This is an optimization exercise on Yosys and OpenROAD, whose aim is small area, a short achievable clock period and few clock cycles, not a production implementation.
No functional check of the RTL was part of any run shown here.

File: flow/run.sh
#!/bin/bash
# Own flow: the standard layout (standard.sh), except that synthesis maps
# the logic with an area-oriented ABC script (flow/abc_map.script) instead of
# ORFS's delay script, which restructures the XOR networks of the S-boxes
# into much larger logic. Everything else, registers included, is the
# standard synthesis; placement, CTS and routing are standard.sh's.
set -euo pipefail
W=$PWD
ABC_SCRIPT=$W/flow/abc_map.script
cat > $W/own_synth.tcl <<EOS
proc abc {args} {
  set i [lsearch \$args -script]
  if {\$i >= 0} { lset args [expr {\$i + 1}] $ABC_SCRIPT }
  yosys abc {*}\$args
}
source $W/synth_recipe.tcl
EOS
sed "s|$W/synth_recipe.tcl|$W/own_synth.tcl|g" $W/standard.sh > $W/own_standard.sh
grep -q own_synth.tcl $W/own_standard.sh
bash $W/own_standard.sh synth > $W/synth.log 2>&1
bash $W/own_standard.sh > $W/layout.log 2>&1
File: constraint.sdc
create_clock -name core_clock -period 10.0 [get_ports {clk}]
set_input_delay 2.0000 -clock core_clock [delete_from_list [all_inputs] [get_ports {clk}]]
set_output_delay 2.0000 -clock core_clock [all_outputs]
set_load 0.01 [all_outputs]
File: standard.sh
#!/bin/bash
# synth_recipe.tcl (not shown) runs the flow's synth.tcl, then flattens the netlist and writes it again
# the make line also repeats each setting of config.mk as NAME=value (left out here)
make -C /OpenROAD-flow-scripts/flow DESIGN_CONFIG=/design/flow/config.mk WORK_HOME=/design/flow/orfs CLKGATE_MAP_FILE= SYNTH_SCRIPT=/design/flow/synth_recipe.tcl "${@:-finish}"
File: flow/abc_map.script
strash
dch
map -a
topo
buffer -c
upsize -c
dnsize -c
stime -c
File: config.mk
export PLATFORM = sky130hd
export DESIGN_NAME = gz_cmac
export DESIGN_NICKNAME = gz_cmac
export VERILOG_FILES = /design/flow/design.v
export SDC_FILE = /design/flow/constraint.sdc
export NUM_CORES = 8
export LEC_CHECK = 0
export CAP_MARGIN = 20
export CORE_MARGIN = 2
export CORE_UTILIZATION = 25
export PLACE_DENSITY = 0.45
export SLEW_MARGIN = 20
File: design.v
module gz_sbox (
    input  wire [7:0] a,
    output wire [7:0] y
);
    wire U0 = a[7], U1 = a[6], U2 = a[5], U3 = a[4],
         U4 = a[3], U5 = a[2], U6 = a[1], U7 = a[0];
    wire T1, T2, T3, T4, T5, T6, T7, T8, T9, T10, T11, T12, T13, T14, T15, T16, T17, T18, T19, T20, T21, T22, T23, T24, T25, T26, T27, M1, M2, M3, M4, M5, M6, M7, M8, M9, M10, M11, M12, M13, M14, M15, M16, M17, M18, M19, M20, M21, M22, M23, M24, M25, M26, M27, M28, M29, M30, M31, M32, M33, M34, M35, M36, M37, M38, M39, M40, M41, M42, M43, M44, M45, M46, M47, M48, M49, M50, M51, M52, M53, M54, M55, M56, M57, M58, M59, M60, M61, M62, M63, L0, L1, L2, L3, L4, L5, L6, L7, L8, L9, L10, L11, L12, L13, L14, L15, L16, L17, L18, L19, L20, L21, L22, L23, L24, L25, L26, L27, L28, L29, S0, S1, S2, S3, S4, S5, S6, S7;
    assign T1 = U0 ^ U3;
    assign T2 = U0 ^ U5;
    assign T3 = U0 ^ U6;
    assign T4 = U3 ^ U5;
    assign T5 = U4 ^ U6;
    assign T6 = T1 ^ T5;
    assign T7 = U1 ^ U2;
    assign T8 = U7 ^ T6;
    assign T9 = U7 ^ T7;
    assign T10 = T6 ^ T7;
    assign T11 = U1 ^ U5;
    assign T12 = U2 ^ U5;
    assign T13 = T3 ^ T4;
    assign T14 = T6 ^ T11;
    assign T15 = T5 ^ T11;
    assign T16 = T5 ^ T12;
    assign T17 = T9 ^ T16;
    assign T18 = U3 ^ U7;
    assign T19 = T7 ^ T18;
    assign T20 = T1 ^ T19;
    assign T21 = U6 ^ U7;
    assign T22 = T7 ^ T21;
    assign T23 = T2 ^ T22;
    assign T24 = T2 ^ T10;
    assign T25 = T20 ^ T17;
    assign T26 = T3 ^ T16;
    assign T27 = T1 ^ T12;
    assign M1 = T13 & T6;
    assign M2 = T23 & T8;
    assign M3 = T14 ^ M1;
    assign M4 = T19 & U7;
    assign M5 = M4 ^ M1;
    assign M6 = T3 & T16;
    assign M7 = T22 & T9;
    assign M8 = T26 ^ M6;
    assign M9 = T20 & T17;
    assign M10 = M9 ^ M6;
    assign M11 = T1 & T15;
    assign M12 = T4 & T27;
    assign M13 = M12 ^ M11;
    assign M14 = T2 & T10;
    assign M15 = M14 ^ M11;
    assign M16 = M3 ^ M2;
    assign M17 = M5 ^ T24;
    assign M18 = M8 ^ M7;
    assign M19 = M10 ^ M15;
    assign M20 = M16 ^ M13;
    assign M21 = M17 ^ M15;
    assign M22 = M18 ^ M13;
    assign M23 = M19 ^ T25;
    assign M24 = M22 ^ M23;
    assign M25 = M22 & M20;
    assign M26 = M21 ^ M25;
    assign M27 = M20 ^ M21;
    assign M28 = M23 ^ M25;
    assign M29 = M28 & M27;
    assign M30 = M26 & M24;
    assign M31 = M20 & M23;
    assign M32 = M27 & M31;
    assign M33 = M27 ^ M25;
    assign M34 = M21 & M22;
    assign M35 = M24 & M34;
    assign M36 = M24 ^ M25;
    assign M37 = M21 ^ M29;
    assign M38 = M32 ^ M33;
    assign M39 = M23 ^ M30;
    assign M40 = M35 ^ M36;
    assign M41 = M38 ^ M40;
    assign M42 = M37 ^ M39;
    assign M43 = M37 ^ M38;
    assign M44 = M39 ^ M40;
    assign M45 = M42 ^ M41;
    assign M46 = M44 & T6;
    assign M47 = M40 & T8;
    assign M48 = M39 & U7;
    assign M49 = M43 & T16;
    assign M50 = M38 & T9;
    assign M51 = M37 & T17;
    assign M52 = M42 & T15;
    assign M53 = M45 & T27;
    assign M54 = M41 & T10;
    assign M55 = M44 & T13;
    assign M56 = M40 & T23;
    assign M57 = M39 & T19;
    assign M58 = M43 & T3;
    assign M59 = M38 & T22;
    assign M60 = M37 & T20;
    assign M61 = M42 & T1;
    assign M62 = M45 & T4;
    assign M63 = M41 & T2;
    assign L0 = M61 ^ M62;
    assign L1 = M50 ^ M56;
    assign L2 = M46 ^ M48;
    assign L3 = M47 ^ M55;
    assign L4 = M54 ^ M58;
    assign L5 = M49 ^ M61;
    assign L6 = M62 ^ L5;
    assign L7 = M46 ^ L3;
    assign L8 = M51 ^ M59;
    assign L9 = M52 ^ M53;
    assign L10 = M53 ^ L4;
    assign L11 = M60 ^ L2;
    assign L12 = M48 ^ M51;
    assign L13 = M50 ^ L0;
    assign L14 = M52 ^ M61;
    assign L15 = M55 ^ L1;
    assign L16 = M56 ^ L0;
    assign L17 = M57 ^ L1;
    assign L18 = M58 ^ L8;
    assign L19 = M63 ^ L4;
    assign L20 = L0 ^ L1;
    assign L21 = L1 ^ L7;
    assign L22 = L3 ^ L12;
    assign L23 = L18 ^ L2;
    assign L24 = L15 ^ L9;
    assign L25 = L6 ^ L10;
    assign L26 = L7 ^ L9;
    assign L27 = L8 ^ L10;
    assign L28 = L11 ^ L14;
    assign L29 = L11 ^ L17;
    assign S0 = L6 ^ L24;
    assign S1 = ~(L16 ^ L26);
    assign S2 = ~(L19 ^ L28);
    assign S3 = L6 ^ L21;
    assign S4 = L20 ^ L22;
    assign S5 = L25 ^ L29;
    assign S6 = ~(L13 ^ L27);
    assign S7 = ~(L6 ^ L23);
    assign y = {S0, S1, S2, S3, S4, S5, S6, S7};
endmodule
module gz_cmac (
    input  wire         clk,
    input  wire         rst,         
    input  wire         start,       
    input  wire [127:0] key,         
    output wire         idle,
    input  wire         in_valid,
    output wire         in_ready,
    input  wire [127:0] in_data,     
    input  wire         in_last,
    input  wire [4:0]   in_bytes,    
    output reg          tag_valid,
    output wire [127:0] tag
);
    localparam [2:0] S_IDLE = 3'd0, S_KEY = 3'd1, S_SUBK = 3'd2,
                     S_WAIT = 3'd3, S_ENC = 3'd4;
    reg [2:0]   state;
    reg [127:0] ckey;        
    reg [127:0] subl;        
    reg         lval;
    reg [127:0] st;          
    reg [127:0] rk;          
    reg [3:0]   rnd;         
    reg         first;       
    reg         last_q;
    wire r10 = (rnd == 4'd10);
    assign idle     = (state == S_IDLE);
    assign in_ready = (state == S_WAIT) || (state == S_ENC && r10 && !last_q);
    wire take = in_valid && in_ready;
    wire [127:0] k1 = {subl[126:0], 1'b0} ^ (subl[127] ? 128'h87 : 128'h0);
    wire [127:0] k2 = {k1[126:0], 1'b0} ^ (k1[127] ? 128'h87 : 128'h0);
    reg [127:0] pad_mask;    
    reg [127:0] pad_bit;     
    integer b;
    always @(*) begin
        for (b = 0; b < 16; b = b + 1) begin
            pad_mask[127 - 8*b -: 8] = (b < in_bytes) ? 8'hff : 8'h00;
            pad_bit [127 - 8*b -: 8] = (b == in_bytes) ? 8'h80 : 8'h00;
        end
    end
    wire         full_last = (in_bytes == 5'd16);
    wire [127:0] msg_blk   = !in_last  ? in_data :
                             full_last ? (in_data ^ k1) :
                                         (((in_data & pad_mask) | pad_bit) ^ k2);
    wire [127:0] mk        = msg_blk ^ ckey;
    reg [7:0] rcon;
    always @(*) begin
        case (rnd)
            4'd1:  rcon = 8'h01;
            4'd2:  rcon = 8'h02;
            4'd3:  rcon = 8'h04;
            4'd4:  rcon = 8'h08;
            4'd5:  rcon = 8'h10;
            4'd6:  rcon = 8'h20;
            4'd7:  rcon = 8'h40;
            4'd8:  rcon = 8'h80;
            4'd9:  rcon = 8'h1b;
            4'd10: rcon = 8'h36;
            default: rcon = 8'h00;
        endcase
    end
    wire [31:0] w0 = rk[127:96];
    wire [31:0] w1 = rk[95:64];
    wire [31:0] w2 = rk[63:32];
    wire [31:0] w3 = rk[31:0];
    wire [31:0] sw;
    gz_sbox ks0 (.a(w3[23:16]), .y(sw[31:24]));
    gz_sbox ks1 (.a(w3[15:8]),  .y(sw[23:16]));
    gz_sbox ks2 (.a(w3[7:0]),   .y(sw[15:8]));
    gz_sbox ks3 (.a(w3[31:24]), .y(sw[7:0]));
    wire [31:0] n0 = w0 ^ sw ^ {rcon, 24'h0};
    wire [31:0] n1 = w1 ^ n0;
    wire [31:0] n2 = w2 ^ n1;
    wire [31:0] n3 = w3 ^ n2;
    wire [127:0] rk_next = {n0, n1, n2, n3};
    wire [127:0] sb;
    genvar g;
    generate
        for (g = 0; g < 16; g = g + 1) begin : g_sb
            gz_sbox u_sb (.a(st[8*g+7 -: 8]), .y(sb[8*g+7 -: 8]));
        end
    endgenerate
    wire [127:0] sr;
    generate
        for (g = 0; g < 16; g = g + 1) begin : g_sr
            assign sr[127 - 8*g -: 8] = sb[127 - 8*((((g/4) + (g%4)) % 4)*4 + (g%4)) -: 8];
        end
    endgenerate
    function [7:0] xtime;
        input [7:0] v;
        xtime = {v[6:0], 1'b0} ^ (v[7] ? 8'h1b : 8'h00);
    endfunction
    wire [127:0] mc;
    generate
        for (g = 0; g < 4; g = g + 1) begin : g_mc
            wire [7:0] a0 = sr[127 - 32*g      -: 8];
            wire [7:0] a1 = sr[127 - 32*g -  8 -: 8];
            wire [7:0] a2 = sr[127 - 32*g - 16 -: 8];
            wire [7:0] a3 = sr[127 - 32*g - 24 -: 8];
            assign mc[127 - 32*g      -: 8] = xtime(a0) ^ xtime(a1) ^ a1 ^ a2 ^ a3;
            assign mc[127 - 32*g -  8 -: 8] = a0 ^ xtime(a1) ^ xtime(a2) ^ a2 ^ a3;
            assign mc[127 - 32*g - 16 -: 8] = a0 ^ a1 ^ xtime(a2) ^ xtime(a3) ^ a3;
            assign mc[127 - 32*g - 24 -: 8] = xtime(a0) ^ a0 ^ a1 ^ a2 ^ xtime(a3);
        end
    endgenerate
    wire [127:0] round_out = (r10 ? sr : mc) ^ rk_next;
    wire rounds = (state == S_SUBK) || (state == S_ENC);
    wire [127:0] st_a = rounds ? round_out : (first ? 128'h0 : st);
    wire [127:0] st_b = take ? mk : ((state == S_KEY) ? ckey : 128'h0);
    always @(posedge clk) begin
        st <= st_a ^ st_b;
        rk <= (take || state == S_KEY) ? ckey : rk_next;
        if (idle && start)
            ckey <= key;
        if (state == S_SUBK && r10)
            subl <= round_out;
    end
    assign tag = tag_valid ? st : 128'h0;
    always @(posedge clk) begin
        if (rst) begin
            state     <= S_IDLE;
            lval      <= 1'b0;
            rnd       <= 4'd0;
            first     <= 1'b0;
            last_q    <= 1'b0;
            tag_valid <= 1'b0;
        end else begin
            tag_valid <= 1'b0;
            if (rounds)
                rnd <= rnd + 4'd1;
            if (take) begin
                rnd    <= 4'd1;
                last_q <= in_last;
                first  <= 1'b0;
            end
            case (state)
                S_IDLE: begin
                    if (start) begin
                        first <= 1'b1;
                        lval  <= lval && (key == ckey);
                        state <= (lval && (key == ckey)) ? S_WAIT : S_KEY;
                    end
                end
                S_KEY: begin
                    rnd   <= 4'd1;
                    state <= S_SUBK;
                end
                S_SUBK: begin
                    if (r10) begin
                        lval  <= 1'b1;
                        state <= S_WAIT;
                    end
                end
                S_WAIT: begin
                    if (in_valid)
                        state <= S_ENC;
                end
                S_ENC: begin
                    if (r10 && !take) begin
                        if (last_q) begin
                            tag_valid <= 1'b1;
                            state     <= S_IDLE;
                        end else begin
                            state <= S_WAIT;
                        end
                    end
                end
                default: state <= S_IDLE;
            endcase
        end
    end
endmodule
==> results_dict.tcl, run 1 <==
set metrics [dict create \
    status "timing/DRC/antenna clean" \
    synth_area_um2 56300 \
    cts.sink_count 523 \
    min_path_type "reg -> reg" \
    multi_input_area_um2 39600 \
    clk_latency_ns 0.69 \
    path_class "reg -> reg" \
    syn_area_per_cell_um2 7.45 \
    first_pass_iters 6 \
    fmax_mhz 132 \
    synth_cells 7560 \
    grt_usage_pct 21.3 \
    wl_per_cell_um 23.1 \
    rsz0062_at_grt "false" \
    fin_area_um2 66100 \
    worstMarginPinSlew_ns 1.12 \
    drive_gt1_share_pct 7.58 \
    yosysSeqAreaShare_pct 23.1 \
    totalWireLength_um 252000 \
    fill_cells 24200 \
    gp_congestion 0.940 \
    fin_nets 8194 \
    grt_overflow_total 0 \
    clk_path_buf_depth 3 \
    grt_max_degree 129 \
    vias 51400 \
    reg2reg_from "rk[29]" \
    start_util_pct 25.1 \
    ys_types 72 \
    hold_viol_final 0 \
    cts_resized 0 \
    synth_seq_cells 523 \
    cp.arrival_ns 8.14 \
    netlist.area_leader.share_pct 19.4 \
    cts_made_buffers 70 \
    synth_area_leader_cell "xor2_1" \
    period_share_pct 75.6 \
    r2r_slack_ns 2.44 \
    cp-end-kind "register" \
    synth.area.top_cells "xor2_1, xnor2_1, edfxtp_1" \
    syn-num-nets 7872 \
    synth_edf_count 256 \
    yosysMostFrequentCell "nand2_1" \
    slew_violations 0 \
    rr_worst_depth 24 \
    cts_root_buf "clkbuf_16" \
    fp.dieH_um 479 \
    io_pins 397 \
    critPathMaxFanout 5 \
    ant_nets 0 \
    holdBufCountCts 0 \
    syn_to_final_growth_pct 17.3 \
    chipWidth_um 479 \
    drc 0 \
    finalSetupViolCount 0 \
    start_kind "register" \
    path_clk_slew_ns 0.06 \
    async_flop_share_pct 0 \
    num_rows 174 \
    period_needed_ns 7.56 \
    relSlewSlack_pct 25.0 \
    core_um2 224000 \
    dpl_cell_area_um2 63800 \
    maxCapViolCount 0 \
    h-tree-depth 3 \
    dieArea_um2 229000 \
    holdPathStages 2 \
    fin_skew_ns 0.0384 \
    r2r-end "st[3]" \
    holdPathEnd "tag_valid" \
    drt-vias-per-instance 4.70 \
    final_util_pct 29.4 \
    first_global_vias 49300 \
    antenna_found_initial 41 \
    setup_tns_ns 0 \
    portBuffers 396 \
    crit_required_ns 10.58 \
    synthTopCellsByCount "nand2_1, xor2_1, xnor2_1" \
    seq_area_um2 13000 \
    yosysWarnings 1 \
    post_cts_buffers 0 \
    hpwl_um 207000 \
    grt_pass1_wl_um 356000 \
    drtIter0Drc 4552 \
    ys.flop_type "dfxtp_1" \
    cts_tree "built" \
    hp-start "last_q" \
]
[flip-flops by register name (all words and copies together), names as in the netlist]
name	cells
ckey	128
rk	128
st	128
subl	128
rnd	4
state	3
first	1
last_q	1
lval	1
tag_valid	1
[cell families after synthesis]
| group | Yosys count | share of synthesized area [%] |
|---|---|---|
| DFF | 523 | 23.1 |
| buffers and inverters | 1002 | 6.77 |
| xor gates and xnor gates | 2275 | 37.6 |
| and+or+nand+nor | 2536 | 18.8 |
| muxes | 28 | 0.498 |
| adders and majority gates | 46 | 1.02 |
| AOI/OAI and AO/OA | 1150 | 12.2 |
[layer usage]
layer	track usage (%)	part of all wire (%)
met1	30.0	46
met2	33.8	44
met3	2.61	6.0
met4	6.15	3.1
met5	0	0.043
[how the worst max path moves through the flow]
stage                     start      end  cells after the start
CTS                      rk[29]    st[3]                     24
finish                   rk[29]    st[3]                     24
global route             rk[29]    st[3]                     24
global placement    in_bytes[4]  st[111]                     15
detailed placement  in_bytes[4]  st[111]                     15
floorplan                 start     lval                      3
[per-stage QoR]
step	instances	setup WS (ns)	hold WS (ns)
2_1_floorplan	7560	1.85	0.430
3_3_place_gp	10800	2.39	0.462
3_5_place_dp	10800	2.35	0.474
4_1_cts	10900	2.63	0.485
5_1_grt	10900	2.11	0.507
6_report	10900	2.44	0.479
[critical path, cell delays in order, from the launching register on]
cell and delay (ns):
dfxtp_1 0.40, xor2_1 0.34, xor2_2 0.32, xor2_1 0.33, xor2_1 0.23, ha_1 0.27, xnor2_1 0.17, xor2_1 0.20
xor2_1 0.32, inv_1 0.12, o21ai_0 0.25, xnor2_1 0.24, inv_1 0.11, nor2_1 0.22, xor2_1 0.42, xor2_1 0.27
xor2_1 0.12, or2_2 0.30, nand2_1 0.44, xor2_1 0.73, xor2_1 0.60, xor2_1 0.27, xor2_1 0.43, a22oi_1 0.14
xor2_1 0.18
[placed cells by master, fill, tap and decap left out, types with 34 or more instances in the layout]
cell type	n
a21oi_1	186
a22oi_1	170
buf_4	46
clkbuf_16	71
clkdlybuf4s50_1	395
dfxtp_1	267
edfxtp_1	256
ha_1	46
inv_1	709
inv_2	84
nand2_1	1370
nand2_2	46
nand3_1	208
nor2_1	654
nor2_2	34
nor3_1	36
o21ai_0	500
o21ai_1	80
o22ai_1	44
or2_1	48
or2_2	60
xnor2_1	877
xnor2_2	43
xor2_1	1250
xor2_2	91
[area by class of cell]
class | count | share of cell area [%]
clock inverter | 23 | 0.369
tap | 2992 | 5.67
inverter | 806 | 4.61
multi-input combinational | 6035 | 59.9
clock buffer | 105 | 3.06
sequential | 523 | 19.7
antenna | 8 | 0.0303
timing repair buffer | 446 | 6.67
==> inputs of run 2 (changes only) <==
--- a/design.v
+++ b/design.v
@@ -158,11 +158,13 @@
     reg [127:0] st;          
     reg [127:0] rk;          
     reg [3:0]   rnd;         
-    reg         first;       
     reg         last_q;
-    wire r10 = (rnd == 4'd10);
+    wire r10    = (rnd == 4'd10);
+    wire rounds = (state == S_SUBK) || (state == S_ENC);
+    wire s_key  = (state == S_KEY);
+    wire s_wait = (state == S_WAIT);
     assign idle     = (state == S_IDLE);
-    assign in_ready = (state == S_WAIT) || (state == S_ENC && r10 && !last_q);
+    assign in_ready = s_wait || (state == S_ENC && r10 && !last_q);
     wire take = in_valid && in_ready;
     wire [127:0] k1 = {subl[126:0], 1'b0} ^ (subl[127] ? 128'h87 : 128'h0);
     wire [127:0] k2 = {k1[126:0], 1'b0} ^ (k1[127] ? 128'h87 : 128'h0);
@@ -179,27 +181,28 @@
     wire [127:0] msg_blk   = !in_last  ? in_data :
                              full_last ? (in_data ^ k1) :
                                          (((in_data & pad_mask) | pad_bit) ^ k2);
-    wire [127:0] mk        = msg_blk ^ ckey;
+    wire ks_new = s_key || s_wait || (state == S_ENC && r10);
     reg [7:0] rcon;
     always @(*) begin
-        case (rnd)
-            4'd1:  rcon = 8'h01;
-            4'd2:  rcon = 8'h02;
-            4'd3:  rcon = 8'h04;
-            4'd4:  rcon = 8'h08;
-            4'd5:  rcon = 8'h10;
-            4'd6:  rcon = 8'h20;
-            4'd7:  rcon = 8'h40;
-            4'd8:  rcon = 8'h80;
-            4'd9:  rcon = 8'h1b;
-            4'd10: rcon = 8'h36;
+        case (ks_new ? 4'd0 : rnd)
+            4'd0:  rcon = 8'h01;
+            4'd1:  rcon = 8'h02;
+            4'd2:  rcon = 8'h04;
+            4'd3:  rcon = 8'h08;
+            4'd4:  rcon = 8'h10;
+            4'd5:  rcon = 8'h20;
+            4'd6:  rcon = 8'h40;
+            4'd7:  rcon = 8'h80;
+            4'd8:  rcon = 8'h1b;
+            4'd9:  rcon = 8'h36;
             default: rcon = 8'h00;
         endcase
     end
-    wire [31:0] w0 = rk[127:96];
-    wire [31:0] w1 = rk[95:64];
-    wire [31:0] w2 = rk[63:32];
-    wire [31:0] w3 = rk[31:0];
+    wire [127:0] ks_in = ks_new ? ckey : rk;
+    wire [31:0] w0 = ks_in[127:96];
+    wire [31:0] w1 = ks_in[95:64];
+    wire [31:0] w2 = ks_in[63:32];
+    wire [31:0] w3 = ks_in[31:0];
     wire [31:0] sw;
     gz_sbox ks0 (.a(w3[23:16]), .y(sw[31:24]));
     gz_sbox ks1 (.a(w3[15:8]),  .y(sw[23:16]));
@@ -210,6 +213,11 @@
     wire [31:0] n2 = w2 ^ n1;
     wire [31:0] n3 = w3 ^ n2;
     wire [127:0] rk_next = {n0, n1, n2, n3};
+    wire sel_mc = rounds && !r10;
+    wire sel_sr = rounds && r10;
+    wire [127:0] addk = (rounds ? rk : 128'h0) ^
+                        (take ? msg_blk : 128'h0) ^
+                        ((take || s_key) ? ckey : 128'h0);
     wire [127:0] sb;
     genvar g;
     generate
@@ -227,30 +235,39 @@
         input [7:0] v;
         xtime = {v[6:0], 1'b0} ^ (v[7] ? 8'h1b : 8'h00);
     endfunction
-    wire [127:0] mc;
+    wire [127:0] st_next;
     generate
         for (g = 0; g < 4; g = g + 1) begin : g_mc
             wire [7:0] a0 = sr[127 - 32*g      -: 8];
             wire [7:0] a1 = sr[127 - 32*g -  8 -: 8];
             wire [7:0] a2 = sr[127 - 32*g - 16 -: 8];
             wire [7:0] a3 = sr[127 - 32*g - 24 -: 8];
-            assign mc[127 - 32*g      -: 8] = xtime(a0) ^ xtime(a1) ^ a1 ^ a2 ^ a3;
-            assign mc[127 - 32*g -  8 -: 8] = a0 ^ xtime(a1) ^ xtime(a2) ^ a2 ^ a3;
-            assign mc[127 - 32*g - 16 -: 8] = a0 ^ a1 ^ xtime(a2) ^ xtime(a3) ^ a3;
-            assign mc[127 - 32*g - 24 -: 8] = xtime(a0) ^ a0 ^ a1 ^ a2 ^ xtime(a3);
+            wire [7:0] p01 = a0 ^ a1;
+            wire [7:0] p12 = a1 ^ a2;
+            wire [7:0] p23 = a2 ^ a3;
+            wire [7:0] p30 = a3 ^ a0;
+            wire [7:0] t   = p01 ^ p23;
+            wire [7:0] d0  = t ^ xtime(p01);
+            wire [7:0] d1  = t ^ xtime(p12);
+            wire [7:0] d2  = t ^ xtime(p23);
+            wire [7:0] d3  = t ^ xtime(p30);
+            wire [31:0] a  = {a0, a1, a2, a3} & {32{sel_mc || sel_sr}};
+            wire [31:0] d  = {d0, d1, d2, d3} & {32{sel_mc}};
+            assign st_next[127 - 32*g -: 32] = a ^ d ^ addk[127 - 32*g -: 32];
         end
     endgenerate
-    wire [127:0] round_out = (r10 ? sr : mc) ^ rk_next;
-    wire rounds = (state == S_SUBK) || (state == S_ENC);
-    wire [127:0] st_a = rounds ? round_out : (first ? 128'h0 : st);
-    wire [127:0] st_b = take ? mk : ((state == S_KEY) ? ckey : 128'h0);
+    wire st_en = s_key || (state == S_SUBK) || take ||
+                 (state == S_ENC && !(r10 && !last_q));
+    wire rk_en = s_key || take || sel_mc;
     always @(posedge clk) begin
-        st <= st_a ^ st_b;
-        rk <= (take || state == S_KEY) ? ckey : rk_next;
+        if (st_en)
+            st <= st_next;
+        if (rk_en)
+            rk <= rk_next;
         if (idle && start)
             ckey <= key;
         if (state == S_SUBK && r10)
-            subl <= round_out;
+            subl <= st_next;
     end
     assign tag = tag_valid ? st : 128'h0;
     always @(posedge clk) begin
@@ -258,22 +275,19 @@
             state     <= S_IDLE;
             lval      <= 1'b0;
             rnd       <= 4'd0;
-            first     <= 1'b0;
             last_q    <= 1'b0;
             tag_valid <= 1'b0;
         end else begin
             tag_valid <= 1'b0;
-            if (rounds)
+            if (sel_mc)
                 rnd <= rnd + 4'd1;
             if (take) begin
                 rnd    <= 4'd1;
                 last_q <= in_last;
-                first  <= 1'b0;
             end
             case (state)
                 S_IDLE: begin
                     if (start) begin
-                        first <= 1'b1;
                         lval  <= lval && (key == ckey);
                         state <= (lval && (key == ckey)) ? S_WAIT : S_KEY;
                     end
@@ -293,13 +307,9 @@
                         state <= S_ENC;
                 end
                 S_ENC: begin
-                    if (r10 && !take) begin
-                        if (last_q) begin
-                            tag_valid <= 1'b1;
-                            state     <= S_IDLE;
-                        end else begin
-                            state <= S_WAIT;
-                        end
+                    if (r10 && last_q) begin
+                        tag_valid <= 1'b1;
+                        state     <= S_IDLE;
                     end
                 end
                 default: state <= S_IDLE;
==> results_dict.tcl, run 2 <==
set metrics [dict create \
    syn-num-nets 7812 \
    path_depth 32 \
    synth_edf_count 512 \
    dp.cells 10800 \
    relSlewSlack_pct 17.6 \
    syn_area_per_cell_um2 7.56 \
    min_path_type "reg -> reg" \
    yosysWarnings 1 \
    cp.arrival_ns 8.45 \
    synth_seq_cells 522 \
    fp.dieH_um 480 \
    clk_path_buf_depth 3 \
    cts_made_buffers 74 \
    synth_cells 7504 \
    cp-end-kind "register" \
    layout_commonest_cell "xor2_1" \
    grt_max_degree 123 \
    grt_overflow_total 0 \
    totalWireLength_um 260000 \
    dieArea_um2 231000 \
    gp_congestion 0.980 \
    cts_tree "built" \
    portBuffers 396 \
    grt_pass1_wl_um 359000 \
    start_util_pct 25.2 \
    grt_usage_pct 21.7 \
    synth.area.top_cells "edfxtp_1, xor2_1, xnor2_1" \
    fill_cells 24300 \
    holdPathStages 2 \
    antenna_found_initial 26 \
    crit_required_ns 10.41 \
    period_needed_ns 8.04 \
    first_pass_iters 8 \
    path_clk_slew_ns 0.06 \
    drtIter0Drc 4859 \
    start_kind "register" \
    path_class "reg -> reg" \
    synth_area_leader_cell "edfxtp_1" \
    ys.flop_type "edfxtp_1" \
    post_cts_buffers 0 \
    path_buf_inv 4 \
    cts_root_buf "clkbuf_16" \
    worstMarginPinSlew_ns 1.23 \
    hpwl_um 218000 \
    seq_area_um2 15600 \
    drive_gt1_share_pct 4.72 \
    yosysMostFrequentCell "xor2_1" \
    yosysSeqAreaShare_pct 27.5 \
    status "timing/DRC/antenna clean" \
    async_flop_share_pct 0 \
    ys_types 62 \
    drt-vias-per-instance 4.68 \
    fin_nets 8171 \
    cts.sink_count 522 \
    fmax_mhz 124 \
    synthTopCellsByCount "xor2_1, nand2_1, nor2_1" \
    period_share_pct 80.4 \
    cpPeakStageDelay_ns 0.79 \
    slew_violations 0 \
    critPathMaxFanout 69 \
    setup_tns_ns 0 \
    slowest_stage "inv_4" \
    maxCapViolCount 0 \
    vias 51100 \
    io_pins 397 \
    critPathTopFamily "XOR/XNOR gates" \
    wl_per_cell_um 23.8 \
    num_rows 174 \
    clk_latency_ns 0.72 \
    multi_input_area_um2 37400 \
    cts_resized 0 \
    core_um2 225000 \
    chipWidth_um 480 \
    fin_skew_ns 0.0592 \
    holdBufCountCts 0 \
    netlist.area_leader.share_pct 27.1 \
    finalNonFillerCells 10900 \
    first_global_vias 48500 \
    rr_worst_depth 32 \
    ant_nets 0 \
    h-tree-depth 3 \
    hold_viol_final 0 \
    final_cell_mix "xor2_1, nand2_1, nor2_1, inv_1, xnor2_1" \
    drc 0 \
    synth_area_um2 56700 \
    cp_common_cell "xor2_1" \
    r2r_slack_ns 1.96 \
    rsz0062_at_grt "false" \
    finalSetupViolCount 0 \
    syn_to_final_growth_pct 17.7 \
]
run 2: final timing paths:
path	start	endpoint
min reg2reg	state[2]	state[2]
max reg2reg	rnd[0]	rk[2]
min	state[2]	state[2]
max	rnd[0]	rk[2]
run 2: logic make-up (layout without fill, tap and decap cells):
family                   Yosys count  count (layout)  synth area share, %
AO/OA/AOI/OAI                   1008            1008                 10.5
XOR/XNOR                        2253            2253                 35.3
adder cells (fa/ha/maj)           42              42                0.927
buffers and inverters            998            1415                 6.75
flip-flops                       522             522                 27.5
multiplexers                       8               8                0.141
other                              0              14                    0
AND/OR/NAND/NOR                 2673            2673                 19.0
run 2: cell type report:
cell class	instances	area share (%)
Multi-Input combinational cell	5984	56.1
Timing Repair Buffer	455	6.65
Sequential cell	522	23.3
Clock inverter	45	0.703
Tap cell	2992	5.61
Antenna cell	14	0.0525
Clock buffer	89	2.92
Inverter	826	4.67
run 2: worst min-delay path: cells and delay by family (launching register included):
kind	cells	cell delay, ns
AND/OR/NAND/NOR	1	0.10
flip-flops	1	0.32
AO/OA/AOI/OAI	1	0.05
run 2: routing by layer:
| metal | global-route usage (%) | up-vias | share of wire (%) |
|---|---|---|---|
| li1 | - | 24600 | - |
| met1 | 29.0 | 24400 | 44 |
| met2 | 35.4 | 1769 | 46 |
| met3 | 2.61 | 301 | 5.5 |
| met4 | 8.86 | 2 | 4.1 |
| met5 | 0 | - | 0.0038 |
run 2: through the flow:
step	utilization, %	setup WS (ns)	instance area, um^2	hold slack (ns)
6_report	29.7	1.96	66700	0.516
3_3_place_gp	28.6	2.03	64300	0.498
2_1_floorplan	-	1.87	56700	0.465
5_1_grt	29.7	1.35	66700	0.553
3_5_place_dp	28.6	1.96	64300	0.504
4_1_cts	29.6	1.95	66700	0.511
==> inputs of run 3 (changes only) <==
--- a/config.mk
+++ b/config.mk
@@ -9,4 +9,5 @@
 export CORE_MARGIN = 2
 export CORE_UTILIZATION = 25
 export PLACE_DENSITY = 0.45
+export SETUP_SLACK_MARGIN = 3
 export SLEW_MARGIN = 20
==> results_dict.tcl, run 3 <==
set metrics [dict create \
    status "timing/DRC/antenna clean" \
    drt-vias-per-instance 4.69 \
    crit_required_ns 10.44 \
    grt_pass1_wl_um 364000 \
    async_flop_share_pct 0 \
    fill_cells 24200 \
    drtIter0Drc 4828 \
    dp_slack_ns 2.16 \
    fin_area_um2 69700 \
    fin_skew_ns 0.0261 \
    holdPathStages 2 \
    yosysWarnings 1 \
    period_share_pct 68.2 \
    grt_max_degree 129 \
    grt_overflow_total 0 \
    met2_usage_pct 35.7 \
    rsz0062_at_grt "true" \
    path_clk_slew_ns 0.07 \
    vias 51800 \
    first_global_vias 49700 \
    hold_viol_final 0 \
    cp.arrival_ns 7.26 \
    syn-num-nets 7812 \
    synthTopCellsByCount "xor2_1, nand2_1, nor2_1" \
    relSlewSlack_pct 22.3 \
    syn_area_per_cell_um2 7.56 \
    h-tree-depth 3 \
    cts_made_buffers 73 \
    yosysMostFrequentCell "xor2_1" \
    grt_usage_pct 22.0 \
    antenna_found_initial 21 \
    maxCapViolCount 0 \
    cts_tree "built" \
    wl_per_cell_um 23.9 \
    critPathMaxFanout 90 \
    fp.dieH_um 480 \
    worstMarginPinSlew_ns 1.16 \
    rr_worst_depth 36 \
    final_cell_mix "nand2_1, xor2_1, nor2_1, inv_1, xnor2_1" \
    start_util_pct 25.2 \
    fin_ws_ns 3.18 \
    min_path_type "reg -> reg" \
    clk_latency_ns 0.70 \
    finalSetupViolCount 0 \
    ant_nets 0 \
    portBuffers 396 \
    io_pins 397 \
    hpwl_um 217000 \
    drc 0 \
    synth_seq_cells 522 \
    slew_violations 0 \
    synth_area_leader_cell "edfxtp_1" \
    first_pass_iters 6 \
    synth_cells 7504 \
    fin_nets 8288 \
    synth_edf_count 512 \
    totalWireLength_um 264000 \
    met3_usage_pct 2.61 \
    cts.sink_count 522 \
    start_kind "input port" \
    synth_area_um2 56700 \
    cp-end-kind "register" \
    period_needed_ns 6.82 \
    dpl_cell_area_um2 64300 \
    dieArea_um2 231000 \
    drive_gt1_share_pct 9.22 \
    yosysSeqAreaShare_pct 27.5 \
    synth.area.top_cells "edfxtp_1, xor2_1, xnor2_1" \
    ys_types 62 \
    cts_root_buf "clkbuf_16" \
    core_um2 225000 \
    setup_tns_ns 0 \
    busiest_layer "met2" \
    chipWidth_um 480 \
    syn_to_final_growth_pct 22.9 \
    netlist.area_leader.share_pct 27.1 \
    gp_congestion 0.969 \
    num_rows 174 \
    layout_commonest_cell "nand2_1" \
    fmax_mhz 147 \
    clk_path_buf_depth 3 \
    gr-usage-met1_pct 29.1 \
    path_class "in -> reg" \
    ys.flop_type "edfxtp_1" \
]
[run 3: changes by cell type in the layout (fill, tap and decap cells not counted), moves of 16 or more]
| cell | before | now |
|---|---|---|
| xor2_1 | 1492 | 1341 |
| xnor2_2 | 12 | 63 |
| buf_4 | 56 | 165 |
| xnor2_1 | 726 | 669 |
| o21ai_0 | 345 | 327 |
| xor2_4 | 1 | 17 |
| xor2_2 | 19 | 154 |
[run 3: logic make-up (layout without fill, tap and decap cells)]
family          after synthesis  in the layout  share of synthesized area, %
simple gates               2673           2675                          19.0
xor+xnor                   2253           2253                          35.3
compound gates             1008           1008                          10.5
buf+inv                     998           1526                          6.75
flops                       522            522                          27.5
fa+ha+maj                    42             42                         0.927
mux                           8              8                         0.141
other cells                   0             10                             0
[run 3: worst paths after layout]
| path | from | endpoint | slack (ns) |
|---|---|---|---|
| worst max-delay path | in_bytes[3] | st[39] | 3.18 |
| worst min-delay path | state[2] | state[2] | 0.54 |
| worst max register to register | rnd[0] | rk[17] | 3.25 |
| worst min register to register | state[2] | state[2] | 0.54 |
[run 3: area by class of cell]
class | instances | area (um^2) | share of cell area, %
Timing Repair inverter | 2 | 20.0 | 0.0287
Clock buffer | 82 | 1900 | 2.73
Sequential cell | 522 | 15600 | 22.3
Multi-Input combinational cell | 5986 | 39400 | 56.5
Tap cell | 2992 | 3740 | 5.37
Antenna cell | 10 | 25.0 | 0.0359
Timing Repair Buffer | 569 | 5370 | 7.70
Clock inverter | 47 | 523 | 0.750
Inverter | 826 | 3140 | 4.50
[run 3: per-layer routing]
layer	vias to the layer above	wire (um)
met5	-	54
met4	6	13800
met3	341	14800
met2	1715	120000
met1	25000	116000
li1	24700	-
[run 3: per-stage QoR]
| stage | instances | hold slack (ns) | utilization (%) |
|---|---|---|---|
| CTS | 10900 | 0.531 | 29.9 |
| global placement | 10800 | 0.497 | 28.6 |
| floorplan | 7504 | 0.465 | - |
| detailed placement | 10800 | 0.517 | 28.6 |
| global route | 11000 | 0.555 | 31.0 |
| finish | 11000 | 0.538 | 31.0 |
[run 3: worst max-delay path: stages]
cell and delay (ns):
clkdlybuf4s50_1 0.60, nor2_1 0.34, inv_1 0.10, nor2_1 0.81, inv_1 0.33, nor2_4 0.19
buf_4 0.45, buf_4 0.81, o21ai_0 0.24, a32oi_1 0.38, xor2_1 0.25, xor2_1 0.20
xor2_1 0.35
[run 3: repair_timing]
action,CTS,global route
pin swaps,4,48
endpoints found under the setup margin,177,316
resized for setup,73,230
cloned,2,3
hold buffers,0,0
buffers inserted,8,103
==> inputs of run 4 (changes only) <==
--- a/design.v
+++ b/design.v
@@ -181,7 +181,7 @@
     wire [127:0] msg_blk   = !in_last  ? in_data :
                              full_last ? (in_data ^ k1) :
                                          (((in_data & pad_mask) | pad_bit) ^ k2);
-    wire ks_new = s_key || s_wait || (state == S_ENC && r10);
+    reg ks_new;
     reg [7:0] rcon;
     always @(*) begin
         case (ks_new ? 4'd0 : rnd)
@@ -215,9 +215,9 @@
     wire [127:0] rk_next = {n0, n1, n2, n3};
     wire sel_mc = rounds && !r10;
     wire sel_sr = rounds && r10;
-    wire [127:0] addk = (rounds ? rk : 128'h0) ^
-                        (take ? msg_blk : 128'h0) ^
-                        ((take || s_key) ? ckey : 128'h0);
+    wire [127:0] addk_k = (rounds ? rk : 128'h0) ^
+                          ((in_ready || s_key) ? ckey : 128'h0);
+    wire [127:0] addk   = addk_k ^ (in_ready ? msg_blk : 128'h0);
     wire [127:0] sb;
     genvar g;
     generate
@@ -253,7 +253,7 @@
             wire [7:0] d3  = t ^ xtime(p30);
             wire [31:0] a  = {a0, a1, a2, a3} & {32{sel_mc || sel_sr}};
             wire [31:0] d  = {d0, d1, d2, d3} & {32{sel_mc}};
-            assign st_next[127 - 32*g -: 32] = a ^ d ^ addk[127 - 32*g -: 32];
+            assign st_next[127 - 32*g -: 32] = (a ^ d) ^ addk[127 - 32*g -: 32];
         end
     endgenerate
     wire st_en = s_key || (state == S_SUBK) || take ||
@@ -270,6 +270,45 @@
             subl <= st_next;
     end
     assign tag = tag_valid ? st : 128'h0;
+    reg [2:0] state_d;
+    reg [3:0] rnd_d;
+    reg       lval_d;
+    always @(*) begin
+        state_d = state;
+        rnd_d   = rnd;
+        lval_d  = lval;
+        if (sel_mc)
+            rnd_d = rnd + 4'd1;
+        if (take)
+            rnd_d = 4'd1;
+        case (state)
+            S_IDLE: begin
+                if (start) begin
+                    lval_d  = lval && (key == ckey);
+                    state_d = (lval && (key == ckey)) ? S_WAIT : S_KEY;
+                end
+            end
+            S_KEY: begin
+                rnd_d   = 4'd1;
+                state_d = S_SUBK;
+            end
+            S_SUBK: begin
+                if (r10) begin
+                    lval_d  = 1'b1;
+                    state_d = S_WAIT;
+                end
+            end
+            S_WAIT: begin
+                if (in_valid)
+                    state_d = S_ENC;
+            end
+            S_ENC: begin
+                if (r10 && last_q)
+                    state_d = S_IDLE;
+            end
+            default: state_d = S_IDLE;
+        endcase
+    end
     always @(posedge clk) begin
         if (rst) begin
             state     <= S_IDLE;
@@ -277,43 +316,16 @@
             rnd       <= 4'd0;
             last_q    <= 1'b0;
             tag_valid <= 1'b0;
+            ks_new    <= 1'b0;
         end else begin
-            tag_valid <= 1'b0;
-            if (sel_mc)
-                rnd <= rnd + 4'd1;
-            if (take) begin
-                rnd    <= 4'd1;
+            state     <= state_d;
+            lval      <= lval_d;
+            rnd       <= rnd_d;
+            tag_valid <= (state == S_ENC) && r10 && last_q;
+            ks_new    <= (state_d == S_KEY) || (state_d == S_WAIT) ||
+                         (state_d == S_ENC && rnd_d == 4'd10);
+            if (take)
                 last_q <= in_last;
-            end
-            case (state)
-                S_IDLE: begin
-                    if (start) begin
-                        lval  <= lval && (key == ckey);
-                        state <= (lval && (key == ckey)) ? S_WAIT : S_KEY;
-                    end
-                end
-                S_KEY: begin
-                    rnd   <= 4'd1;
-                    state <= S_SUBK;
-                end
-                S_SUBK: begin
-                    if (r10) begin
-                        lval  <= 1'b1;
-                        state <= S_WAIT;
-                    end
-                end
-                S_WAIT: begin
-                    if (in_valid)
-                        state <= S_ENC;
-                end
-                S_ENC: begin
-                    if (r10 && last_q) begin
-                        tag_valid <= 1'b1;
-                        state     <= S_IDLE;
-                    end
-                end
-                default: state <= S_IDLE;
-            endcase
         end
     end
 endmodule
--- a/config.mk
+++ b/config.mk
@@ -9,5 +9,5 @@
 export CORE_MARGIN = 2
 export CORE_UTILIZATION = 25
 export PLACE_DENSITY = 0.45
-export SETUP_SLACK_MARGIN = 3
+export SETUP_SLACK_MARGIN = 4
 export SLEW_MARGIN = 20
==> results_dict.tcl, run 4 <==
set metrics [dict create \
    start_kind "input port" \
    drc 0 \
    relSlewSlack_pct 13.0 \
    cpPeakStageDelay_ns 0.82 \
    min_path_type "reg -> reg" \
    ant_nets 0 \
    slew_violations 0 \
    holdBufCountCts 0 \
    rsz0062_at_grt "true" \
    cp-end-kind "register" \
    synth_area_um2 57000 \
    final_util_pct 34.3 \
    dp_slack_ns 2.32 \
    drt-vias-per-instance 4.60 \
    cts_root_buf "clkbuf_16" \
    crit_required_ns 10.46 \
    chipWidth_um 482 \
    fin_nets 8596 \
    maxCapViolCount 0 \
    totalWireLength_um 258000 \
    final_cell_mix "nand2_1, xor2_1, nor2_1, inv_1, xnor2_1" \
    drtIter0Drc 4482 \
    ys.flop_type "edfxtp_1" \
    first_global_vias 49200 \
    portBuffers 396 \
    period_needed_ns 5.92 \
    critPathMaxFanout 89 \
    grt_overflow_total 0 \
    synth_seq_cells 523 \
    netlist.area_leader.share_pct 27.0 \
    first_pass_iters 5 \
    path_clk_slew_ns 0.06 \
    syn_area_per_cell_um2 7.68 \
    layout_commonest_cell "nand2_1" \
    fin_ws_ns 4.08 \
    cts.sink_count 523 \
    synthTopCellsByCount "xor2_1, nand2_1, xnor2_1" \
    syn_to_final_growth_pct 36.5 \
    hpwl_um 204000 \
    ys_types 57 \
    vias 52300 \
    setup_tns_ns 0 \
    fmax_mhz 169 \
    core_um2 227000 \
    clk_path_buf_depth 3 \
    synth.area.top_cells "edfxtp_1, xor2_1, xnor2_1" \
    grt_usage_pct 21.0 \
    worstMarginPinSlew_ns 1.30 \
    clk_latency_ns 0.74 \
    grt_max_degree 90 \
    fin_skew_ns 0.0743 \
    start_util_pct 25.1 \
    yosysMostFrequentCell "xor2_1" \
    fill_cells 23500 \
    path_class "in -> reg" \
    syn-num-nets 7741 \
    status "timing/DRC/antenna clean" \
    yosysSeqAreaShare_pct 27.3 \
    grt_pass1_wl_um 353000 \
    h-tree-depth 3 \
    num_rows 175 \
    drive_gt1_share_pct 22.4 \
    path_cells "clkdlybuf4s50_1 > nor2_1 > nand2_1 > nor2_4 > buf_4 > a21oi_1 > o21ai_0 > o211ai_1 > xor2_1 > xor2_1 > xor2_4" \
    wl_per_cell_um 22.7 \
    synth_edf_count 512 \
    dieArea_um2 232000 \
    async_flop_share_pct 0 \
    antenna_found_initial 19 \
    synth_area_leader_cell "edfxtp_1" \
    finalSetupViolCount 0 \
    cp.arrival_ns 6.37 \
    io_pins 397 \
    yosysWarnings 1 \
    critPathTopFamily "buffers and inverters" \
    cts_made_buffers 71 \
    synth_cells 7433 \
    cp_common_cell "xor2_1" \
    hold_viol_final 0 \
    slowest_stage "buf_4" \
    path_buf_inv 2 \
    cts_tree "built" \
    period_share_pct 59.2 \
    gp_congestion 0.955 \
    fp.dieH_um 482 \
]
==> run 4: cell type report <==
cell class	instances	area (um^2)	share of cell area, %
diodes	11	27.5	0.0353
clock buffers	90	1900	2.44
clock inverters	39	524	0.673
inverters	759	2920	3.75
multi-input cells	5964	44600	57.2
flip-flops and latches	523	15600	20.0
well taps	3009	3760	4.83
repair buffers	969	8580	11.0
==> run 4: worst paths after layout <==
check,from,end,slack [ns],depth (start not counted)
hold / removal,last_q,last_q,0.50,2
setup reg to reg,st[126],st[99],4.10,30
setup / recovery,in_bytes[2],st[87],4.08,11
hold reg to reg,last_q,last_q,0.50,2
==> run 4: layer usage <==
metal / track usage [%] / wire [um]
met1: 28.4 / 113000
met2: 34.5 / 119000
met3: 2.21 / 13700
met4: 7.98 / 12100
met5: 0 / 21
==> run 4: cell families (layout without fill, tap and decap cells) <==
group	after synthesis	count (layout)	synth area share (%)
mux	14	14	0.274
fa+ha+maj	42	42	0.921
buf+inv	946	1857	6.39
flops	523	523	27.3
other cells	0	11	0
compound gates	930	930	8.85
xor+xnor	2449	2449	38.2
simple gates	2529	2529	18.0
==> run 4: stage by stage <==
step | hold WS (ns) | area, um^2 | cells
3_3_place_gp | 0.487 | 64400 | 10700
4_1_cts | 0.499 | 71000 | 11000
6_report | 0.503 | 77900 | 11400
3_5_place_dp | 0.484 | 64400 | 10700
5_1_grt | 0.525 | 77900 | 11400
2_1_floorplan | 0.455 | 57100 | 7433
==> run 4: timing repair <==
action / in CTS / in global routing
pin swaps: 94 / 323
buffers inserted: 207 / 324
hold endpoints to repair: 0 / 0
setup endpoints to repair: 341 / 321
resized for setup: 391 / 834
==> run 4: tightest hold or removal path: stages, from the launching register on <==
cell and delay (ns):
dfxtp_1 0.32, o21ai_0 0.07, a21oi_1 0.06
==> inputs of run 5 (changes only) <==
--- a/config.mk
+++ b/config.mk
@@ -9,5 +9,5 @@
 export CORE_MARGIN = 2
 export CORE_UTILIZATION = 25
 export PLACE_DENSITY = 0.45
-export SETUP_SLACK_MARGIN = 4
+export SETUP_SLACK_MARGIN = 5
 export SLEW_MARGIN = 20
==> results_dict.tcl, run 5 <==
set metrics [dict create \
    syn_to_final_growth_pct 62.0 \
    hold_viol_final 0 \
    async_flop_share_pct 0 \
    cp_common_cell "buf_4" \
    r2r-end "rk[18]" \
    totalWireLength_um 277000 \
    layout_commonest_cell "nand2_1" \
    status "timing/DRC/antenna clean" \
    synth_area_leader_cell "edfxtp_1" \
    start_kind "register" \
    finalSetupViolCount 0 \
    gp_congestion 0.927 \
    vias 56800 \
    final_cell_mix "nand2_1, buf_4, xor2_1, nor2_1, edfxtp_1" \
    maxCapViolCount 0 \
    cts_made_buffers 73 \
    path_class "reg -> reg" \
    cts_root_buf "clkbuf_16" \
    portBuffers 396 \
    yosysWarnings 1 \
    core_um2 227000 \
    drt-vias-per-instance 4.69 \
    r2r_slack_ns 4.25 \
    setup_tns_ns 0 \
    drtIter0Drc 4909 \
    holdPathStages 2 \
    num_rows 175 \
    cp-end-kind "register" \
    syn-num-nets 7741 \
    ant_nets 0 \
    ys.flop_type "edfxtp_1" \
    synth.area.top_cells "edfxtp_1, xor2_1, xnor2_1" \
    hp-start "last_q" \
    cts.sink_count 523 \
    drive_gt1_share_pct 39.1 \
    min_path_type "reg -> reg" \
    clk_path_buf_depth 3 \
    cts_tree "built" \
    fin_skew_ns 0.0390 \
    fp.dieH_um 482 \
    grt_max_degree 120 \
    path_clk_slew_ns 0.06 \
    grt_usage_pct 22.7 \
    io_pins 397 \
    ys_types 57 \
    grt_overflow_total 0 \
    period_share_pct 57.5 \
    relSlewSlack_pct 15.1 \
    crit_required_ns 10.43 \
    first_pass_iters 5 \
    clk_latency_ns 0.71 \
    holdPathEnd "last_q" \
    chipWidth_um 482 \
    yosysMostFrequentCell "xor2_1" \
    antenna_found_initial 23 \
    worstMarginPinSlew_ns 1.27 \
    fmax_mhz 174 \
    hpwl_um 204000 \
    critPathMaxFanout 8 \
    netlist.area_leader.share_pct 27.0 \
    start_util_pct 25.1 \
    first_global_vias 55700 \
    period_needed_ns 5.75 \
    fin_nets 9356 \
    synth_area_um2 57000 \
    slew_violations 0 \
    dieArea_um2 232000 \
    grt_pass1_wl_um 383000 \
    synthTopCellsByCount "xor2_1, nand2_1, xnor2_1" \
    cp.arrival_ns 6.18 \
    rr_worst_depth 41 \
    rsz0062_at_grt "true" \
    synth_seq_cells 523 \
    reg2reg_from "ks_new" \
    synth_edf_count 512 \
    synth_cells 7433 \
    h-tree-depth 3 \
    cpPeakStageDelay_ns 0.36 \
    crit_start "ks_new" \
    holdBufCountCts 0 \
    fin_ws_ns 4.25 \
    syn_area_per_cell_um2 7.68 \
    drc 0 \
    dp_slack_ns 2.85 \
    slowest_stage "dfxtp_4" \
    wl_per_cell_um 22.9 \
    yosysSeqAreaShare_pct 27.3 \
]
==> run 5: cell types whose count changed in the layout (fill, tap and decap cells not counted), sizes merged, moves of 2 or more <==
cell	change
inv	+2
buf	+747
clkinvlp	+2
clkbuf	-5
clkinv	+8
diode	-2
nand2	+2
bufbuf	+5
clkdlybuf4s50	-3
==> run 5: area by class of cell <==
cell class,count,area [um^2]
fillers,22000,135000
multi-input cells,5966,52100
flip-flops and latches,523,15600
repair buffers,1720,15500
well taps,3009,3760
inverters,759,3010
clock buffers,85,1900
clock inverters,45,495
repair inverters,5,72.6
diodes,9,22.5
==> run 5: metrics by stage <==
step,area [um^2],cells,util [%],hold slack (ns)
after floorplan,58200,7433,-,0.455
after global routing,92400,12100,40.7,0.546
after global placement,65500,10700,28.8,0.501
final,92400,12100,40.7,0.523
after detailed placement,65500,10700,28.8,0.497
after CTS,85100,11800,37.5,0.520
==> run 5: cell families after synthesis <==
| logic type | Yosys count | share of synthesized area [%] |
|---|---|---|
| multiplexers | 14 | 0.274 |
| AND/OR/NAND/NOR | 2529 | 18.0 |
| adder cells (fa/ha/maj) | 42 | 0.921 |
| XOR/XNOR | 2449 | 38.2 |
| flip-flops | 523 | 27.3 |
| AO/OA/AOI/OAI | 930 | 8.85 |
| buffers and inverters | 946 | 6.39 |
==> run 5: repair_timing <==
item / in CTS / in global routing
endpoints found under the setup margin: 448 / 410
gates resized for setup: 1750 / 895
cloned: 13 / 0
buffers inserted: 993 / 285
pin swaps: 718 / 596
==> run 5: per-layer routing <==
layer / share of wire (%) / GRT usage [%] / wire length [um] / vias up
li1: - / - / - / 26200
met3: 5.7 / 2.83 / 15700 / 519
met4: 6.5 / 12.1 / 17900 / 8
met2: 46 / 36.9 / 128000 / 2007
met5: 0.016 / 0 / 44 / -
met1: 42 / 29.4 / 115000 / 28100
==> run 5: how the worst max path moves through the flow <==
stage               slack [ns]  endpoint
floorplan                 4.63    st[82]
global route              3.95    st[82]
finish                    4.25    rk[18]
CTS                       4.18    st[81]
global placement          2.94    st[14]
detailed placement        2.85    st[14]
==> run 5: worst max-delay path, delay by kind of cell, from the launching register on <==
family                 cells  cell delay, ns
buffers and inverters     38            4.65
flip-flops                 1            0.36
AND/OR/NAND/NOR            1            0.23
XOR/XNOR                   1            0.14
AO/OA/AOI/OAI              1            0.09
==> inputs of run 6 (changes only) <==
--- a/config.mk
+++ b/config.mk
@@ -7,7 +7,7 @@
 export LEC_CHECK = 0
 export CAP_MARGIN = 20
 export CORE_MARGIN = 2
-export CORE_UTILIZATION = 25
-export PLACE_DENSITY = 0.45
-export SETUP_SLACK_MARGIN = 5
+export CORE_UTILIZATION = 50
+export PLACE_DENSITY = 0.65
+export SETUP_SLACK_MARGIN = 4
 export SLEW_MARGIN = 20
==> results_dict.tcl, run 6 <==
set metrics [dict create \
    period_needed_ns 6.00 \
    finalSetupViolCount 0 \
    r2r-end "subl[84]" \
    rr_worst_depth 31 \
    fin_nets 8470 \
    fp.dieH_um 342 \
    totalWireLength_um 219000 \
    path_class "reg -> reg" \
    relSlewSlack_pct 17.3 \
    grt_pass1_wl_um 304000 \
    yosysMostFrequentCell "xor2_1" \
    worstMarginPinSlew_ns 1.23 \
    synth_area_leader_cell "edfxtp_1" \
    grt_max_degree 94 \
    synthTopCellsByCount "xor2_1, nand2_1, xnor2_1" \
    dieArea_um2 117000 \
    critPathMaxFanout 5 \
    cts_tree "built" \
    min_path_type "reg -> reg" \
    status "timing/DRC/antenna clean" \
    netlist.area_leader.share_pct 27.0 \
    hpwl_um 166000 \
    clk_path_buf_depth 3 \
    synth_cells 7433 \
    ant_nets 0 \
    vias 52900 \
    chipWidth_um 342 \
    setup_tns_ns 0 \
    start_util_pct 50.6 \
    grt_overflow_total 0 \
    cpPeakStageDelay_ns 0.47 \
    synth_edf_count 512 \
    yosysWarnings 1 \
    synth.area.top_cells "edfxtp_1, xor2_1, xnor2_1" \
    reg2reg_from "st[53]" \
    syn_to_final_growth_pct 28.7 \
    crit_required_ns 10.40 \
    synth_seq_cells 523 \
    io_pins 397 \
    grt_usage_pct 35.0 \
    cts_made_buffers 67 \
    maxCapViolCount 0 \
    hold_viol_final 0 \
    layout_commonest_cell "nand2_1" \
    portBuffers 396 \
    antenna_found_initial 8 \
    path_clk_slew_ns 0.06 \
    fin_area_um2 73400 \
    drt-vias-per-instance 5.44 \
    syn_area_per_cell_um2 7.68 \
    drtIter0Drc 5811 \
    wl_per_cell_um 22.5 \
    final_util_pct 65.1 \
    slowest_stage "edfxtp_1" \
    fmax_mhz 167 \
    hp-start "last_q" \
    fin_skew_ns 0.0321 \
    holdPathEnd "last_q" \
    clk_latency_ns 0.67 \
    period_share_pct 60.0 \
    cts_root_buf "clkbuf_16" \
    cts.sink_count 523 \
    dpl_cell_area_um2 62400 \
    synth_area_um2 57000 \
    syn-num-nets 7741 \
    r2r_slack_ns 4.00 \
    gp_congestion 1.01 \
    rsz0062_at_grt "true" \
    cp-end-kind "register" \
    cp_common_cell "xor2_2" \
    core_um2 113000 \
    start_kind "register" \
    first_pass_iters 6 \
    final_cell_mix "nand2_1, xor2_1, nor2_1, inv_1, xnor2_1" \
    num_rows 123 \
    h-tree-depth 3 \
    async_flop_share_pct 0 \
    first_global_vias 48000 \
    slew_violations 0 \
    holdPathStages 2 \
    yosysSeqAreaShare_pct 27.3 \
    cp.arrival_ns 6.40 \
    ys_types 57 \
    drive_gt1_share_pct 18.6 \
    ys.flop_type "edfxtp_1" \
    drc 0 \
]
==> run 6: cell counts after synthesis <==
No cell type changed its count.
==> run 6: worst max-delay path by stage <==
stage                to    from  depth (start not counted)  slack, ns
5_1_grt        subl[83]  st[53]                         30       3.72
2_1_floorplan    st[82]  st[93]                         31       4.30
6_report       subl[84]  st[53]                         31       4.00
3_5_place_dp    st[104]  st[85]                         30       3.09
3_3_place_gp     st[94]  st[14]                         27       3.00
4_1_cts        subl[74]  st[14]                         25       3.97
==> run 6: layout make-up <==
cell class              instances  area, um^2
clock inverters                41         508
repair buffers                847        7630
flip-flops and latches        523       15600
inverters                     759        2890
multi-input cells            5964       43100
well taps                    1500        1880
fillers                      9345       39400
clock buffers                  79        1740
diodes                          7        17.5
==> run 6: per-layer routing <==
metal / part of all wire (%) / vias up / wire [um] / GRT usage [%]
met2: 44 / 2626 / 96700 / 54.5
met4: 6.2 / 2 / 13600 / 16.8
met5: 0.0037 / - / 8 / 0
li1: - / 24600 / - / -
met1: 40 / 25200 / 86900 / 46.9
met3: 9.7 / 504 / 21300 / 6.41
==> run 6: logic make-up after synthesis <==
group	synth area share (%)
compound gates	8.85
xor+xnor	38.2
fa+ha+maj	0.921
buf+inv	6.39
flops	27.3
mux	0.274
simple gates	18.0
==> run 6: per-stage QoR <==
stage                     hold WS, ns  instances  setup slack [ns]
after floorplan                 0.455       7433              4.30
after global placement          0.495       9170              3.00
after detailed placement        0.505       9170              3.09
after CTS                       0.516       9421              3.97
after global routing            0.526       9718              3.72
final                           0.531       9720              4.00
==> run 6: repair_timing <==
item                                    CTS  global route
endpoints found under the setup margin  323           321
resized for setup                       248           675
cloned                                    3             1
hold buffers                              0             0
setup buffers                           128           291
pin swaps                                56           273
==> run 6: worst max-delay path: cells and delay by family (launching register included) <==
family                     cells  cell delay (ns)
and+or+nand+nor                5             0.62
adders and majority gates      1             0.28
AOI/OAI and AO/OA              5             0.76
xor gates and xnor gates      12             2.64
buffers and inverters          8             0.93
DFF                            1             0.47
==> inputs of run 7 (changes only) <==
--- a/flow/run.sh
+++ b/flow/run.sh
@@ -11,6 +11,9 @@
 proc abc {args} {
   set i [lsearch \$args -script]
   if {\$i >= 0} { lset args [expr {\$i + 1}] $ABC_SCRIPT }
+  foreach c {xor3_1 xor3_2 xor3_4 xnor3_1 xnor3_2 xnor3_4} {
+    lappend args -dont_use sky130_fd_sc_hd__\$c
+  }
   yosys abc {*}\$args
 }
 source $W/synth_recipe.tcl
==> flow/abc_map.script (replaced) <==
&get -n
&st
&dch
&nf
&put
--- a/config.mk
+++ b/config.mk
@@ -7,7 +7,7 @@
 export LEC_CHECK = 0
 export CAP_MARGIN = 20
 export CORE_MARGIN = 2
-export CORE_UTILIZATION = 50
-export PLACE_DENSITY = 0.65
+export CORE_UTILIZATION = 25
+export PLACE_DENSITY = 0.45
 export SETUP_SLACK_MARGIN = 4
 export SLEW_MARGIN = 20
==> results_dict.tcl, run 7 <==
set metrics [dict create \
    status "timing/DRC/antenna clean" \
    maxCapViolCount 0 \
    yosysWarnings 1 \
    cp_common_cell "xor2_4" \
    yosysMostFrequentCell "xnor2_1" \
    period_share_pct 59.1 \
    rsz0062_at_grt "true" \
    path_clk_slew_ns 0.05 \
    clk_latency_ns 0.72 \
    path_class "reg -> reg" \
    fmax_mhz 169 \
    yosysSeqAreaShare_pct 28.5 \
    totalWireLength_um 244000 \
    cts.sink_count 523 \
    slowest_stage "edfxtp_1" \
    gp_congestion 0.910 \
    final_cell_mix "xnor2_1, nand2_1, xor2_1, edfxtp_1, buf_4" \
    met2_length_um 111000 \
    min_path_type "reg -> reg" \
    first_pass_iters 8 \
    grt_pass1_wl_um 334000 \
    holdBufCountCts 0 \
    cts_tree "built" \
    chipWidth_um 472 \
    cp.arrival_ns 6.33 \
    dieArea_um2 223000 \
    ys.flop_type "edfxtp_1" \
    antenna_found_initial 37 \
    first_global_vias 45400 \
    slew_violations 0 \
    top_layer "met5" \
    num_rows 171 \
    cts_root_buf "clkbuf_16" \
    drt-vias-per-instance 4.83 \
    synth_seq_cells 523 \
    start_kind "register" \
    vias 48300 \
    netlist.area_leader.share_pct 31.4 \
    hold_viol_final 0 \
    start_util_pct 25.2 \
    path_cells "xor2_4 > xor2_4 > nor2_2 > nor2_1 > ha_1 > or3_1 > and3b_2 > or3_4 > a311oi_2 > o22a_2 > xor2_2 > nand2_2 > xnor2_4 > buf_4 > xor2_4 > buf_12 > xor2_4 > buf_12 > xnor2_4 > buf_4 > xor2_1 > o21ai_0 > a21oi_1 > xnor2_1" \
    ant_nets 0 \
    seq_area_um2 15600 \
    fill_cells 21900 \
    syn_to_final_growth_pct 40.6 \
    fin_skew_ns 0.0463 \
    synth_cells 6112 \
    syn-num-nets 6420 \
    setup_tns_ns 0 \
    cpPeakStageDelay_ns 0.47 \
    core_um2 217000 \
    grt_overflow_total 0 \
    fin_nets 7402 \
    wl_met3_um 14200 \
    multi_input_area_um2 47100 \
    path_buf_inv 4 \
    syn_area_per_cell_um2 8.96 \
    portBuffers 396 \
    cts_made_buffers 74 \
    grt_usage_pct 20.7 \
    crit_required_ns 10.43 \
    synth_area_leader_cell "xnor2_1" \
    critPathTopFamily "XOR/XNOR gates" \
]
run 7: cell type report:
class	instances	area share (%)
Tap cell	2854	4.64
Timing Repair Buffer	906	10.7
Multi-Input combinational cell	5555	61.2
Inverter	34	0.166
Sequential cell	523	20.3
Antenna cell	6	0.0195
Clock inverter	44	0.447
Clock buffer	89	2.56
run 7: metal layers:
| layer | up-vias | track usage (%) |
|---|---|---|
| met1 | 23700 | 28.4 |
| li1 | 22600 | - |
| met4 | 30 | 7.86 |
| met2 | 1587 | 32.8 |
| met5 | - | 0 |
| met3 | 343 | 3.05 |
run 7: kinds of logic after synthesis:
kind of cell	Yosys count	synth area share, %
buffers and inverters	34	0.233
XOR/XNOR	2751	44.0
multiplexers	135	2.47
adder cells (fa/ha/maj)	42	0.960
AO/OA/AOI/OAI	971	10.3
AND/OR/NAND/NOR	1656	13.5
flip-flops	523	28.5
run 7: tightest hold or removal path, cell delays in order, from the launching register on:
cell,delay [ns]
dfxtp_1,0.31
nor2_1,0.10
a211oi_1,0.05
run 7: final timing paths:
kind | start | endpoint | slack, ns | depth (start not counted)
worst max-delay path | st[95] | st[89] | 4.09 | 24
worst min-delay path | lval | lval | 0.51 | 2
worst max register to register | st[95] | st[89] | 4.09 | 24
worst min register to register | lval | lval | 0.51 | 2
run 7: metrics by stage:
step	hold WS, ns	instances	cell area (um^2)	setup WS (ns)	utilization (%)
5_1_grt	0.531	10000	77000	3.82	35.4
3_5_place_dp	0.499	9423	63300	1.97	29.1
2_1_floorplan	0.469	6112	55100	3.60	-
6_report	0.510	10000	77000	4.09	35.4
4_1_cts	0.508	9709	70900	3.87	32.6
3_3_place_gp	0.495	9423	63300	1.99	29.1
run 7: repair_timing:
action | CTS | global route
gates resized for setup | 525 | 525
buffers inserted | 153 | 296
pin swaps | 84 | 218
endpoints found under the setup margin | 382 | 320

## separate check: timing with driven ports
No port has a modelled driver above. Below, the same layouts with a new extraction and two added sets of constraints. Step 1: set_driving_cell puts a clkbuf_16 on clk and a buf_2 on each other input, an assumption about the parent block. Step 2 also shifts input and output timing later by t, the mid clock arrival at the registers, as if the neighbouring blocks saw the same clock. Slacks: ideal / step 1 / step 2; pairs: ideal / step 1.
run	shift t [ns]	setup slack, ns	worst setup path after step 2	worst data-port slew with drivers (ns)	cell pins on the clock port's net
run 1	0.754	2.441 / 2.441 / 2.117	input to register	0.20	1
run 2	0.772	1.962 / 1.962 / 1.962	register to register	0.27	1
run 3	0.768	3.183 / 3.244 / 2.477	input to register	0.27	1
run 4	0.782	4.085 / 4.105 / 3.366	input to register	0.26	1
run 5	0.774	4.253 / 4.253 / 3.948	input to register	0.24	1
run 6	0.730	4.001 / 4.001 / 3.540	input to register	0.21	1
run 7	0.784	4.095 / 4.095 / 3.534	input to register	0.21	1
After both steps every run listed still meets setup and hold. For run 4, which loses most, drivers alone change the setup slack by +0.020 ns; drivers and shift together by -0.719 ns.
